Background: an optimization exercise with open tools, aiming at small area, a short achievable clock period and few clock cycles. Do not read the settings as production practice. Function was checked by simulation only, so behaviour that the tests miss may differ from the original. Power and IR drop assume default switching activity.

==> run a <==
// ang_track
module ang_track (
    input  wire        clk,
    input  wire        rst,             
    input  wire        load,
    input  wire [63:0] load_angle,
    input  wire [63:0] load_speed,
    input  wire [47:0] load_t,
    input  wire [15:0] load_k,
    input  wire [15:0] cfg_ppr,
    input  wire [3:0]  cfg_kp,
    input  wire [3:0]  cfg_ks,
    input  wire        cmd_valid,
    output wire        cmd_ready,
    input  wire        cmd_epoch,       
    input  wire [47:0] cmd_t,
    output reg         res_valid,
    output wire [63:0] res_angle,
    output wire [31:0] res_speed
);
    reg [63:0] theta;
    reg [63:0] spd;
    reg [47:0] tt;
    reg [15:0] k;
    reg [15:0] bhi;         
    reg [63:0] pub;
    reg [15:0] ppr;
    reg [3:0]  kp;
    reg [3:0]  ks;
    reg [47:0] pitch;       
    reg [7:0]  zc;          
    reg [8:0]  zoh;         
    reg        zall;        
    reg        st_idle, st_pset, st_pdiv, st_sub, st_set, st_run;
    reg        t_mul;       
    reg        t_pred;      
    reg        t_diff;      
    reg        t_shift;     
    reg        t_upd;       
    reg        t_cmp;       
    reg        p_div;       
    reg        p_shift;     
    reg        p_add;       
    reg        th_done;     
    reg        p_done;      
    reg        ep;
    reg        rsel;        
    reg        gt;          
    reg [47:0] dt;          
    reg [79:0] acc;         
    reg [4:0]  mi;          
    reg        b_neg, b_two, b_zero;    
    reg [64:0] qd;          
    reg [47:0] rm;          
    reg [3:0]  s8;          
    reg [5:0]  dn;          
    reg        dv_fin;      
    reg [15:0] rs;          
    reg [47:0] qm;          
    reg [4:0]  sn;          
    reg        sd_busy;
    reg [3:0]  sc;          
    reg [3:0]  sk;          
    wire fin = st_run && (th_done || t_upd || t_cmp) && (p_done || op_add);
    assign cmd_ready = st_idle || fin;
    assign res_angle = rsel ? (gt ? acc[79:16] : pub) : theta;
    assign res_speed = spd[47:16];
    wire ld_ok  = st_idle || st_pset || st_pdiv;
    wire accept = cmd_valid && cmd_ready && !load;
    wire [16:0] k1     = {1'b0, k} + 17'd1;
    wire        wrap   = !(k1 < {1'b0, ppr});
    wire [15:0] kn     = wrap ? 16'd0 : k1[15:0];
  ...
==> flow/config.mk <==
export PLATFORM = sky130hd
export DESIGN_NAME = ang_track
export DESIGN_NICKNAME = ang_track
export VERILOG_FILES = /design/flow/design.v
export SDC_FILE = /design/flow/constraint.sdc
export NUM_CORES = 4
export LEC_CHECK = 0
export CAP_MARGIN = 20
export CORE_MARGIN = 2
export CORE_UTILIZATION = 40
export SETUP_SLACK_MARGIN = 4
export SLEW_MARGIN = 20
==> flow/constraint.sdc <==
create_clock -name core_clock -period 10.0 [get_ports {clk}]
set_input_delay 2.0000 -clock core_clock [delete_from_list [all_inputs] [get_ports {clk}]]
set_output_delay 2.0000 -clock core_clock [all_outputs]
set_load 0.01 [all_outputs]
run.sh (not shown) runs the stock make flow with config.mk's settings and CLKGATE_MAP_FILE= SYNTH_SCRIPT=/design/flow/synth_recipe.tcl, a recipe that flattens the netlist after the stock synthesis.
==> inputs of run b, as changes to run a <==
--- a/flow/design.v
+++ b/flow/design.v
@@ -34,13 +34,13 @@
     reg        t_mul;       
     reg        t_pred;      
     reg        t_diff;      
     reg        t_shift;     
     reg        t_upd;       
+    reg        t_sks;       
     reg        t_cmp;       
     reg        p_div;       
-    reg        p_shift;     
     reg        p_add;       
     reg        th_done;     
     reg        p_done;      
     reg        ep;
     reg        rsel;        
@@ -57,12 +57,13 @@
     reg [15:0] rs;          
     reg [47:0] qm;          
     reg [4:0]  sn;          
     reg        sd_busy;
     reg [3:0]  sc;          
-    reg [3:0]  sk;          
-    wire fin = st_run && (th_done || t_upd || t_cmp) && (p_done || op_add);
+    reg [14:0] qlo;         
+    reg        brw_r;       
+    wire fin = st_run && (th_done || t_cmp) && (p_done || p_add);
     assign cmd_ready = st_idle || fin;
     assign res_angle = rsel ? (gt ? acc[79:16] : pub) : theta;
     assign res_speed = spd[47:16];
     wire ld_ok  = st_idle || st_pset || st_pdiv;
     wire accept = cmd_valid && cmd_ready && !load;
@@ -81,11 +82,11 @@
     wire [6:0] p_len  = blen64({48'd0, ppr});
     wire       p_pow2 = ((ppr & (ppr - 16'd1)) == 16'd0);
     wire [6:0] bd_len = blen64({16'd0, dt});
     wire [7:0] zq     = (st_pset ? 8'd14 : zc) + {1'b0, bd_len};
     wire [3:0] s8_set = (bd_len == 7'd0) ? 4'd0 :
-                        (zq[7:3] >= 5'd8) ? 4'd8 : {1'b0, zq[5:3]};
+                        (zq[7:3] >= 5'd6) ? 4'd6 : {1'b0, zq[5:3]};
     wire [5:0] dn_set = 6'd32 - {s8_set, 2'd0};
     wire       dv_go  = st_pdiv || st_run || (st_set && !ep);
     wire [3:0] s8e    = st_set ? s8_set : s8;
     wire [5:0] dne    = st_set ? dn_set : dn;
     reg        sk8;
@@ -124,36 +125,41 @@
             fset = fset | ({3{lead[li]}} & dtx[2*((li+1)/2 - 1) +: 3]);
             mset = mset | ({5{lead[li]}} & ((li + 1) / 2 - 1));
         end
     end
     wire        mul1   = (dt[47:1] == 47'd0);    
-    wire op_diff = t_diff && !sd_busy;
-    wire op_sub  = p_div && dv_fin && (th_done || t_shift);
-    wire op_add  = p_add && !t_upd;
+    reg  op_diff, op_sub;
+    wire op_add  = p_add;
+    wire [14:0] kmask  = ~(15'h7FFF << ks);
+    wire        brw    = (qlo < (spd[14:0] & kmask));
     wire [64:0] b_mag  = b_zero ? 65'd0 : b_two ? {spd, 1'b0} : {1'b0, spd};
     wire [79:0] b_term = {15'd0, b_mag} ^ {80{b_neg}};
     wire [63:0] meas   = {bhi, qm};
-    wire        cin_hi = t_cmp || op_sub || st_sub;
+    wire        cin_hi = t_cmp || (op_add && !brw_r) || st_sub;
     wire [63:0] x_hi = ({64{t_mul}}            & acc[77:14]) |
                        ({64{t_pred || t_cmp}}  & acc[79:16]) |
                        ({64{t_upd}}            & ~acc[79:16]) |
                        ({64{op_diff}}          & ~meas) |
                        ({64{op_sub || op_add}} & qd[63:0]) |
                        ({64{st_sub}}           & {16'd0, dt});
     wire [15:0] x_lo = {16{t_mul}} & {acc[13:0], 2'b00};
     wire [63:0] y_hi = ({64{t_mul}}                      & b_term[79:16]) |
                        ({64{t_pred || op_diff || t_upd}} & theta) |
                        ({64{t_cmp}}                      & ~pub) |
-                       ({64{op_sub}}                     & ~spd) |
+                       ({64{op_sub}}                     & ~acc[79:16]) |
                        ({64{op_add}}                     & spd) |
                        ({64{st_sub}}                     & {16'hFFFF, ~tt});
     wire [15:0] y_lo = t_mul ? b_term[15:0] : {16{cin_hi}};
     wire        cin  = (t_mul && b_neg) || cin_hi;
     wire [80:0] sum  = {1'b0, x_hi, x_lo} + {1'b0, y_hi, y_lo} + {80'd0, cin};
     wire [63:0] s_hi = sum[79:16];
     wire        cout = sum[80];
-    wire [51:0] d_rr   = {2'b00, rm, qd[63:62]};
+    reg         tl_r, jn_r;
+    wire        d_tail = st_run && tl_r;
+    wire        d_junc = st_run && jn_r;
+    wire [5:0]  dn_nx  = skip ? dn : dn - 6'd1;
+    wire [51:0] d_rr   = {2'b00, rm, d_tail ? 2'b00 : qd[63:62]};
     wire [51:0] d_n1   = ~{4'd0, dt};
     wire [51:0] d_n2   = ~{3'd0, dt, 1'b0};
     wire [51:0] d_t1   = d_rr + d_n1 + 52'd1;
     wire [51:0] d_t2   = d_rr + d_n2 + 52'd1;
     wire [51:0] d_cs   = d_rr ^ d_n1 ^ d_n2;
@@ -170,32 +176,50 @@
     wire [15:0] s_r1   = s_f1 ? s_df1[15:0] : s_sh1[15:0];
     wire [16:0] s_sh2  = {s_r1, 1'b0};
     wire [17:0] s_df2  = {1'b0, s_sh2} - {2'b00, ppr};
     wire        s_f2   = !s_df2[17];
     wire [15:0] s_r2   = s_f2 ? s_df2[15:0] : s_sh2[15:0];
+    wire dvf_set = dv_go && !st_set && ((skip && s8 == 4'd1 && dn == 6'd0) ||
+                                        (!skip && dn == 6'd1));
+    wire dvf_nx  = (dv_fin || dvf_set) && !st_sub;
+    wire thd_nx  = (th_done || (t_upd && ks == 4'd0) ||
+                    (t_sks && (sc == 4'd4 || sc == 4'd1)) || t_cmp) && !st_set;
+    wire pdv_nx  = (p_div && !op_sub) || (st_set && !ep);
+    wire tdf_nx  = (t_diff && !op_diff) || (t_pred && !ep);
+    wire sdb_nx  = op_diff || st_pset || (sd_busy && sn != 5'd1);
     always @(posedge clk) begin
+        op_diff <= tdf_nx && !sdb_nx && !rst;
+        op_sub  <= pdv_nx && dvf_nx && thd_nx && !rst;
         if (sn != 5'd0) begin
             rs <= s_r2;
             qm <= {qm[45:0], s_f1, s_f2};
             sn <= sn - 5'd1;
             if (sn == 5'd1)
                 sd_busy <= 1'b0;
         end
         if (dv_go) begin
+            tl_r <= !st_set && (dn_nx <= {3'd0, ks[3:1]});
+            jn_r <= !st_set && ks[0] && (dn_nx == {3'd0, ks[3:1]} + 6'd1);
             if (skip) begin
                 rm <= {rm[39:0], qd[63:56]};
                 qd <= {qd[64], qd[55:0], 8'd0};
                 s8 <= s8e - 4'd1;
                 dn <= dne;
-                if (s8e == 4'd1 && dne == 6'd0)
+                if (!st_set && s8 == 4'd1 && dn == 6'd0)
                     dv_fin <= 1'b1;
             end else if (st_set || dn != 6'd0) begin
                 rm <= d_r2;
-                qd <= {qd[64], qd[61:0], d_q};
+                if (d_tail)
+                    qlo <= {qlo[12:0], d_q};
+                else if (d_junc) begin
+                    qd  <= {qd[64], qd[62:0], d_q[1]};
+                    qlo <= {qlo[13:0], d_q[0]};
+                end else
+                    qd <= {qd[64], qd[61:0], d_q};
                 s8 <= 4'd0;
                 dn <= dne - 6'd1;
-                if (dne == 6'd1)
+                if (!st_set && dn == 6'd1)
                     dv_fin <= 1'b1;
             end
         end
         if (res_valid && rsel && gt)
             pub <= acc[79:16];
@@ -203,10 +227,11 @@
         if (st_sub) begin
             dt     <= s_hi[47:0];               
             if (!ep)
                 tt <= dt;
             rm     <= 48'd0;
+            qlo    <= 15'd0;
             dv_fin <= 1'b0;
             st_sub <= 1'b0;
             st_set <= 1'b1;
         end
         if (st_pset) begin
@@ -283,48 +308,55 @@
             rs      <= kn;
             sn      <= 5'd24;
             sd_busy <= 1'b1;
         end
         if (t_shift) begin
-            acc[79:16] <= {acc[79], acc[79:17]};
-            sc         <= sc - 4'd1;
-            if (sc == 4'd1) begin
+            if (sc[3:2] != 2'd0) begin
+                acc[79:16] <= {{4{acc[79]}}, acc[79:20]};
+                sc         <= sc - 4'd4;
+            end else begin
+                acc[79:16] <= {acc[79], acc[79:17]};
+                sc         <= sc - 4'd1;
+            end
+            if (sc == 4'd4 || sc == 4'd1) begin
                 t_shift <= 1'b0;
                 t_upd   <= 1'b1;
             end
         end
         if (t_upd) begin
-            theta   <= s_hi;
-            t_upd   <= 1'b0;
-            th_done <= 1'b1;
+            theta      <= s_hi;
+            acc[79:16] <= spd;
+            sc         <= ks;
+            t_upd      <= 1'b0;
+            if (ks == 4'd0)
+                th_done <= 1'b1;
+            else
+                t_sks   <= 1'b1;
+        end
+        if (t_sks) begin
+            if (sc[3:2] != 2'd0) begin
+                acc[79:16] <= {{4{acc[79]}}, acc[79:20]};
+                sc         <= sc - 4'd4;
+            end else begin
+                acc[79:16] <= {acc[79], acc[79:17]};
+                sc         <= sc - 4'd1;
+            end
+            if (sc == 4'd4 || sc == 4'd1) begin
+                t_sks   <= 1'b0;
+                th_done <= 1'b1;
+            end
         end
         if (t_cmp) begin
             gt      <= cout;
             t_cmp   <= 1'b0;
             th_done <= 1'b1;
         end
         if (op_sub) begin
-            qd    <= {~spd[63] ^ cout, s_hi};
-            sk    <= ks;
-            p_div <= 1'b0;
-            if (ks == 4'd0)
-                p_add   <= 1'b1;
-            else
-                p_shift <= 1'b1;
-        end
-        if (p_shift) begin
-            if (sk[3:2] != 2'd0) begin
-                qd <= {{4{qd[64]}}, qd[64:4]};
-                sk <= sk - 4'd4;
-            end else begin
-                qd <= {qd[64], qd[64:1]};
-                sk <= sk - 4'd1;
-            end
-            if (sk == 4'd4 || sk == 4'd1) begin
-                p_shift <= 1'b0;
-                p_add   <= 1'b1;
-            end
+            qd[63:0] <= s_hi;
+            brw_r    <= brw;
+            p_div    <= 1'b0;
+            p_add    <= 1'b1;
         end
         if (op_add) begin
             spd    <= s_hi;
             p_add  <= 1'b0;
             p_done <= 1'b1;
@@ -374,11 +406,11 @@
             t_diff    <= 1'b0;
             t_shift   <= 1'b0;
             t_upd     <= 1'b0;
             t_cmp     <= 1'b0;
             p_div     <= 1'b0;
-            p_shift   <= 1'b0;
+            t_sks     <= 1'b0;
             p_add     <= 1'b0;
             res_valid <= 1'b0;
             sn        <= 5'd0;
             sd_busy   <= 1'b0;
         end
SETUP_SLACK_MARGIN = 5   (was 4)
==> inputs of run c, as changes to run a <==
--- a/flow/design.v
+++ b/flow/design.v
@@ -25,13 +25,10 @@
     reg [63:0] pub;
     reg [15:0] ppr;
     reg [3:0]  kp;
     reg [3:0]  ks;
     reg [47:0] pitch;       
-    reg [7:0]  zc;          
-    reg [8:0]  zoh;         
-    reg        zall;        
     reg        st_idle, st_pset, st_pdiv, st_sub, st_set, st_run;
     reg        t_mul;       
     reg        t_pred;      
     reg        t_diff;      
     reg        t_shift;     
@@ -78,56 +75,32 @@
                 if (v[i]) blen64 = i + 1;
         end
     endfunction
     wire [6:0] p_len  = blen64({48'd0, ppr});
     wire       p_pow2 = ((ppr & (ppr - 16'd1)) == 16'd0);
+    wire [6:0] bn_len = st_pset ? 7'd49 : 7'd65 - p_len + {6'd0, p_pow2};
     wire [6:0] bd_len = blen64({16'd0, dt});
-    wire [7:0] zq     = (st_pset ? 8'd14 : zc) + {1'b0, bd_len};
+    wire [7:0] zq     = 8'd63 + {1'b0, bd_len} - {1'b0, bn_len};
     wire [3:0] s8_set = (bd_len == 7'd0) ? 4'd0 :
                         (zq[7:3] >= 5'd8) ? 4'd8 : {1'b0, zq[5:3]};
     wire [5:0] dn_set = 6'd32 - {s8_set, 2'd0};
     wire       dv_go  = st_pdiv || st_run || (st_set && !ep);
     wire [3:0] s8e    = st_set ? s8_set : s8;
     wire [5:0] dne    = st_set ? dn_set : dn;
-    reg        sk8;
-    integer    zi;
-    always @(*) begin
-        sk8 = zall;
-        for (zi = 0; zi < 9; zi = zi + 1)
-            sk8 = sk8 | (zoh[zi] & (|(dt >> zi)));
-    end
-    wire       skip   = st_set ? sk8 : (s8 != 4'd0);
     wire [49:0] dtx    = {1'b0, dt, 1'b0};
     function [2:0] field(input [49:0] v, input [4:0] j);
         integer i;
         begin
             field = 3'd0;
             for (i = 0; i < 25; i = i + 1)
                 if (j == i) field = v[2*i +: 3];
         end
     endfunction
-    wire [4:0]  fidx   = mi - 5'd1;
+    wire [4:0]  mtop   = bd_len[5:1];       
+    wire [4:0]  fidx   = (st_set ? mtop : mi) - 5'd1;
     wire [2:0]  fnext  = field(dtx, fidx);
-    reg  [47:0] lead;
-    reg         top2;
-    reg  [2:0]  fset;
-    reg  [4:0]  mset;
-    integer     li;
-    always @(*) begin
-        for (li = 0; li < 48; li = li + 1)
-            lead[li] = dt[li] && (li == 47 ? 1'b1 : !(|(dt >> (li + 1))));
-        top2 = 1'b0;
-        fset = 3'd0;
-        mset = 5'd0;
-        for (li = 1; li < 48; li = li + 1) begin
-            if (li % 2 == 0)
-                top2 = top2 | (lead[li] & dt[li-1]);
-            fset = fset | ({3{lead[li]}} & dtx[2*((li+1)/2 - 1) +: 3]);
-            mset = mset | ({5{lead[li]}} & ((li + 1) / 2 - 1));
-        end
-    end
-    wire        mul1   = (dt[47:1] == 47'd0);    
+    wire        top2   = bd_len[0] && fnext[2] && (mtop != 5'd0);
     wire op_diff = t_diff && !sd_busy;
     wire op_sub  = p_div && dv_fin && (th_done || t_shift);
     wire op_add  = p_add && !t_upd;
     wire [64:0] b_mag  = b_zero ? 65'd0 : b_two ? {spd, 1'b0} : {1'b0, spd};
     wire [79:0] b_term = {15'd0, b_mag} ^ {80{b_neg}};
@@ -179,18 +152,18 @@
             sn <= sn - 5'd1;
             if (sn == 5'd1)
                 sd_busy <= 1'b0;
         end
         if (dv_go) begin
-            if (skip) begin
+            if (s8e != 4'd0) begin
                 rm <= {rm[39:0], qd[63:56]};
                 qd <= {qd[64], qd[55:0], 8'd0};
                 s8 <= s8e - 4'd1;
                 dn <= dne;
                 if (s8e == 4'd1 && dne == 6'd0)
                     dv_fin <= 1'b1;
-            end else if (st_set || dn != 6'd0) begin
+            end else if (dne != 6'd0) begin
                 rm <= d_r2;
                 qd <= {qd[64], qd[61:0], d_q};
                 s8 <= 4'd0;
                 dn <= dne - 6'd1;
                 if (dne == 6'd1)
@@ -208,15 +181,10 @@
             dv_fin <= 1'b0;
             st_sub <= 1'b0;
             st_set <= 1'b1;
         end
         if (st_pset) begin
-            zc      <= {1'b0, p_len} - 8'd2 - {7'd0, p_pow2};
-            for (zi = 0; zi < 9; zi = zi + 1)
-                zoh[zi] <= ({1'b0, p_len} - 8'd2 - {7'd0, p_pow2} == 8'd7 - zi);
-            zall    <= ({1'b0, p_len} - 8'd2 - {7'd0, p_pow2} >= 8'd7) &&
-                       ({1'b0, p_len} < 8'd2 + {7'd0, p_pow2} ? 1'b0 : 1'b1);
             rs      <= kn;
             sn      <= 5'd24;
             sd_busy <= 1'b1;
             rm      <= 48'd0;
             s8      <= s8_set;
@@ -229,17 +197,17 @@
             pitch   <= qd[47:0];
             st_pdiv <= 1'b0;
             st_idle <= 1'b1;
         end
         if (st_set) begin
-            acc    <= (dt == 48'd0) ? 80'd0 :
+            acc    <= (bd_len == 7'd0) ? 80'd0 :
                       top2 ? {15'd0, spd, 1'b0} : {16'd0, spd};
-            mi     <= mset;
-            b_neg  <= fset[2] && !(fset[1] && fset[0]);
-            b_two  <= (fset == 3'b011) || (fset == 3'b100);
-            b_zero <= (fset == 3'b000) || (fset == 3'b111);
-            if (mul1)
+            mi     <= fidx;
+            b_neg  <= fnext[2] && !(fnext[1] && fnext[0]);
+            b_two  <= (fnext == 3'b011) || (fnext == 3'b100);
+            b_zero <= (fnext == 3'b000) || (fnext == 3'b111);
+            if (mtop == 5'd0)
                 t_pred <= 1'b1;
             else
                 t_mul  <= 1'b1;
             th_done <= 1'b0;
             p_done  <= ep;
==> inputs of run d, as changes to run a <==
--- a/flow/design.v
+++ b/flow/design.v
@@ -25,13 +25,10 @@
     reg [63:0] pub;
     reg [15:0] ppr;
     reg [3:0]  kp;
     reg [3:0]  ks;
     reg [47:0] pitch;       
-    reg [7:0]  zc;          
-    reg [8:0]  zoh;         
-    reg        zall;        
     reg        st_idle, st_pset, st_pdiv, st_sub, st_set, st_run;
     reg        t_mul;       
     reg        t_pred;      
     reg        t_diff;      
     reg        t_shift;     
@@ -78,56 +75,32 @@
                 if (v[i]) blen64 = i + 1;
         end
     endfunction
     wire [6:0] p_len  = blen64({48'd0, ppr});
     wire       p_pow2 = ((ppr & (ppr - 16'd1)) == 16'd0);
+    wire [6:0] bn_len = st_pset ? 7'd49 : 7'd65 - p_len + {6'd0, p_pow2};
     wire [6:0] bd_len = blen64({16'd0, dt});
-    wire [7:0] zq     = (st_pset ? 8'd14 : zc) + {1'b0, bd_len};
+    wire [7:0] zq     = 8'd63 + {1'b0, bd_len} - {1'b0, bn_len};
     wire [3:0] s8_set = (bd_len == 7'd0) ? 4'd0 :
                         (zq[7:3] >= 5'd8) ? 4'd8 : {1'b0, zq[5:3]};
     wire [5:0] dn_set = 6'd32 - {s8_set, 2'd0};
     wire       dv_go  = st_pdiv || st_run || (st_set && !ep);
     wire [3:0] s8e    = st_set ? s8_set : s8;
     wire [5:0] dne    = st_set ? dn_set : dn;
-    reg        sk8;
-    integer    zi;
-    always @(*) begin
-        sk8 = zall;
-        for (zi = 0; zi < 9; zi = zi + 1)
-            sk8 = sk8 | (zoh[zi] & (|(dt >> zi)));
-    end
-    wire       skip   = st_set ? sk8 : (s8 != 4'd0);
     wire [49:0] dtx    = {1'b0, dt, 1'b0};
     function [2:0] field(input [49:0] v, input [4:0] j);
         integer i;
         begin
             field = 3'd0;
             for (i = 0; i < 25; i = i + 1)
                 if (j == i) field = v[2*i +: 3];
         end
     endfunction
-    wire [4:0]  fidx   = mi - 5'd1;
+    wire [4:0]  mtop   = bd_len[5:1];       
+    wire [4:0]  fidx   = (st_set ? mtop : mi) - 5'd1;
     wire [2:0]  fnext  = field(dtx, fidx);
-    reg  [47:0] lead;
-    reg         top2;
-    reg  [2:0]  fset;
-    reg  [4:0]  mset;
-    integer     li;
-    always @(*) begin
-        for (li = 0; li < 48; li = li + 1)
-            lead[li] = dt[li] && (li == 47 ? 1'b1 : !(|(dt >> (li + 1))));
-        top2 = 1'b0;
-        fset = 3'd0;
-        mset = 5'd0;
-        for (li = 1; li < 48; li = li + 1) begin
-            if (li % 2 == 0)
-                top2 = top2 | (lead[li] & dt[li-1]);
-            fset = fset | ({3{lead[li]}} & dtx[2*((li+1)/2 - 1) +: 3]);
-            mset = mset | ({5{lead[li]}} & ((li + 1) / 2 - 1));
-        end
-    end
-    wire        mul1   = (dt[47:1] == 47'd0);    
+    wire        top2   = bd_len[0] && fnext[2] && (mtop != 5'd0);
     wire op_diff = t_diff && !sd_busy;
     wire op_sub  = p_div && dv_fin && (th_done || t_shift);
     wire op_add  = p_add && !t_upd;
     wire [64:0] b_mag  = b_zero ? 65'd0 : b_two ? {spd, 1'b0} : {1'b0, spd};
     wire [79:0] b_term = {15'd0, b_mag} ^ {80{b_neg}};
@@ -179,18 +152,18 @@
             sn <= sn - 5'd1;
             if (sn == 5'd1)
                 sd_busy <= 1'b0;
         end
         if (dv_go) begin
-            if (skip) begin
+            if (s8e != 4'd0) begin
                 rm <= {rm[39:0], qd[63:56]};
                 qd <= {qd[64], qd[55:0], 8'd0};
                 s8 <= s8e - 4'd1;
                 dn <= dne;
                 if (s8e == 4'd1 && dne == 6'd0)
                     dv_fin <= 1'b1;
-            end else if (st_set || dn != 6'd0) begin
+            end else if (dne != 6'd0) begin
                 rm <= d_r2;
                 qd <= {qd[64], qd[61:0], d_q};
                 s8 <= 4'd0;
                 dn <= dne - 6'd1;
                 if (dne == 6'd1)
@@ -208,15 +181,10 @@
             dv_fin <= 1'b0;
             st_sub <= 1'b0;
             st_set <= 1'b1;
         end
         if (st_pset) begin
-            zc      <= {1'b0, p_len} - 8'd2 - {7'd0, p_pow2};
-            for (zi = 0; zi < 9; zi = zi + 1)
-                zoh[zi] <= ({1'b0, p_len} - 8'd2 - {7'd0, p_pow2} == 8'd7 - zi);
-            zall    <= ({1'b0, p_len} - 8'd2 - {7'd0, p_pow2} >= 8'd7) &&
-                       ({1'b0, p_len} < 8'd2 + {7'd0, p_pow2} ? 1'b0 : 1'b1);
             rs      <= kn;
             sn      <= 5'd24;
             sd_busy <= 1'b1;
             rm      <= 48'd0;
             s8      <= s8_set;
@@ -229,17 +197,17 @@
             pitch   <= qd[47:0];
             st_pdiv <= 1'b0;
             st_idle <= 1'b1;
         end
         if (st_set) begin
-            acc    <= (dt == 48'd0) ? 80'd0 :
+            acc    <= (bd_len == 7'd0) ? 80'd0 :
                       top2 ? {15'd0, spd, 1'b0} : {16'd0, spd};
-            mi     <= mset;
-            b_neg  <= fset[2] && !(fset[1] && fset[0]);
-            b_two  <= (fset == 3'b011) || (fset == 3'b100);
-            b_zero <= (fset == 3'b000) || (fset == 3'b111);
-            if (mul1)
+            mi     <= fidx;
+            b_neg  <= fnext[2] && !(fnext[1] && fnext[0]);
+            b_two  <= (fnext == 3'b011) || (fnext == 3'b100);
+            b_zero <= (fnext == 3'b000) || (fnext == 3'b111);
+            if (mtop == 5'd0)
                 t_pred <= 1'b1;
             else
                 t_mul  <= 1'b1;
             th_done <= 1'b0;
             p_done  <= ep;
SETUP_SLACK_MARGIN = 5   (was 4)
==> summary of the runs <==
- Run d completed without violations. Run b passed the timing, design-rule and antenna checks. Run c passed the timing, design-rule and antenna checks. Run a produced a clean layout.
- Clock skew, lowest first: run d, run a, run c, run b.
- Of run b and run c, run b has the higher register-to-register slack (gap 1.5 ns).
- Global-route usage: run b > run a > run d > run c.
- Between run b and run a, the lower synthesized cell count is in run a (gap 4.9%, measured against run a).
- Maximum frequency: run d < run c < run a < run b.
- Worst setup slack, highest first: run b, run a, run c, run d.
- First-iteration DRC count: run b > run a > run d > run c.
- Worst hold slack, highest first: run a, run b, run d, run c.
==> figures <==
| quantity | run a | run c | run b | run d |
|---|---|---|---|---|
| Status | finished clean | finished clean | finished clean | finished clean |
| Non-clock buffer share of cell area | 8.013% | 9.697% | 10.09% | 13.15% |
| Total area of multi-input combinational cells | 37440 sq um | 37700 sq um | 41180 sq um | 39530 sq um |
| Mapped cell area | 59280 sq um | 58100 sq um | 62790 sq um | 58100 sq um |
| Clock group total power | 3.44 mW | 3.28 mW | 3.58 mW | 3.16 mW |
| Die Outline Area | 151300 sq um | 148300 sq um | 160200 sq um | 148300 sq um |
| Fin crit share | 60.75% | 67.11% | 52.07% | 67.30% |
| Worst reg2reg endpoint | acc[59]$_DFFE_PP_ | rm[17]$_SDFFE_PP0P_ | dn[4]$_DFF_P_ | qd[41]$_SDFFE_PP0P_ |
| Worst VDD drop | 205.7 uV | 168.0 uV | 179.1 uV | 233.1 uV |
| Count of placed standard cells in the final layout, fillers left out | 9349 | 9115 | 9945 | 9385 |
| Crit path top cell by count | buf_12 | - | - | ha_4 |
| Relative contribution of the clock network to total power | 19.5% | 20.1% | 19.3% | 18.7% |
| Hold Path Sink | qm[10]$_DFFE_PP_ | qm[38]$_DFFE_PP_ | qm[17]$_DFFE_PP_ | qm[47]$_DFFE_PP_ |
| Mean instance size in the synthesized netlist | 8.275 sq um | 8.474 sq um | 8.356 sq um | 8.474 sq um |
| Met3 wire length | 37970 um | 34750 um | 44420 um | 41450 um |
| Buffer count from post-CTS setup fixing | 9 | 118 | 163 | 202 |
| M2 GR Usage | 58.51% | 57.88% | 58.13% | 57.92% |
Testbench counts of run a, summed over its fixed seeds: cycles 115,423.
Testbench counts of run b, summed over its fixed seeds: cycles 109,837.
Testbench counts of run c, summed over its fixed seeds: cycles 115,423.
Testbench counts of run d, summed over its fixed seeds: cycles 115,423.

## afterwards: timing with drivers on the ports
In the flow no input, the clock included, has a driving cell. The finished layouts below were timed again as built, in two steps. Step 1 assumes that a clkbuf_16 drives the clock port and a buf_2 every other input. Step 2, shift: input delay + t, output delay - t, t = (earliest + latest rising clock arrival at the registers) / 2. This alone moves slack from input paths to output paths. Three values: ideal, step 1, step 2; two values: the first two.
run | t, ns | setup slack, ns | worst register clock-pin slew, ns | cell pins on the clock port's net
run a | 0.790 | 3.925 / 3.925 / 3.925 | 0.07 / 0.07 | 1
run b | 0.823 | 4.794 / 4.794 / 4.186 | 0.07 / 0.07 | 1
run c | 0.803 | 3.289 / 3.289 / 3.289 | 0.07 / 0.07 | 1
run d | 0.779 | 3.270 / 3.270 / 3.270 | 0.07 / 0.07 | 1
After both steps setup and hold are still met in every run listed. The setup slack of run b, which loses most, moves by 0.000 ns with the drivers and by -0.608 ns with both steps.
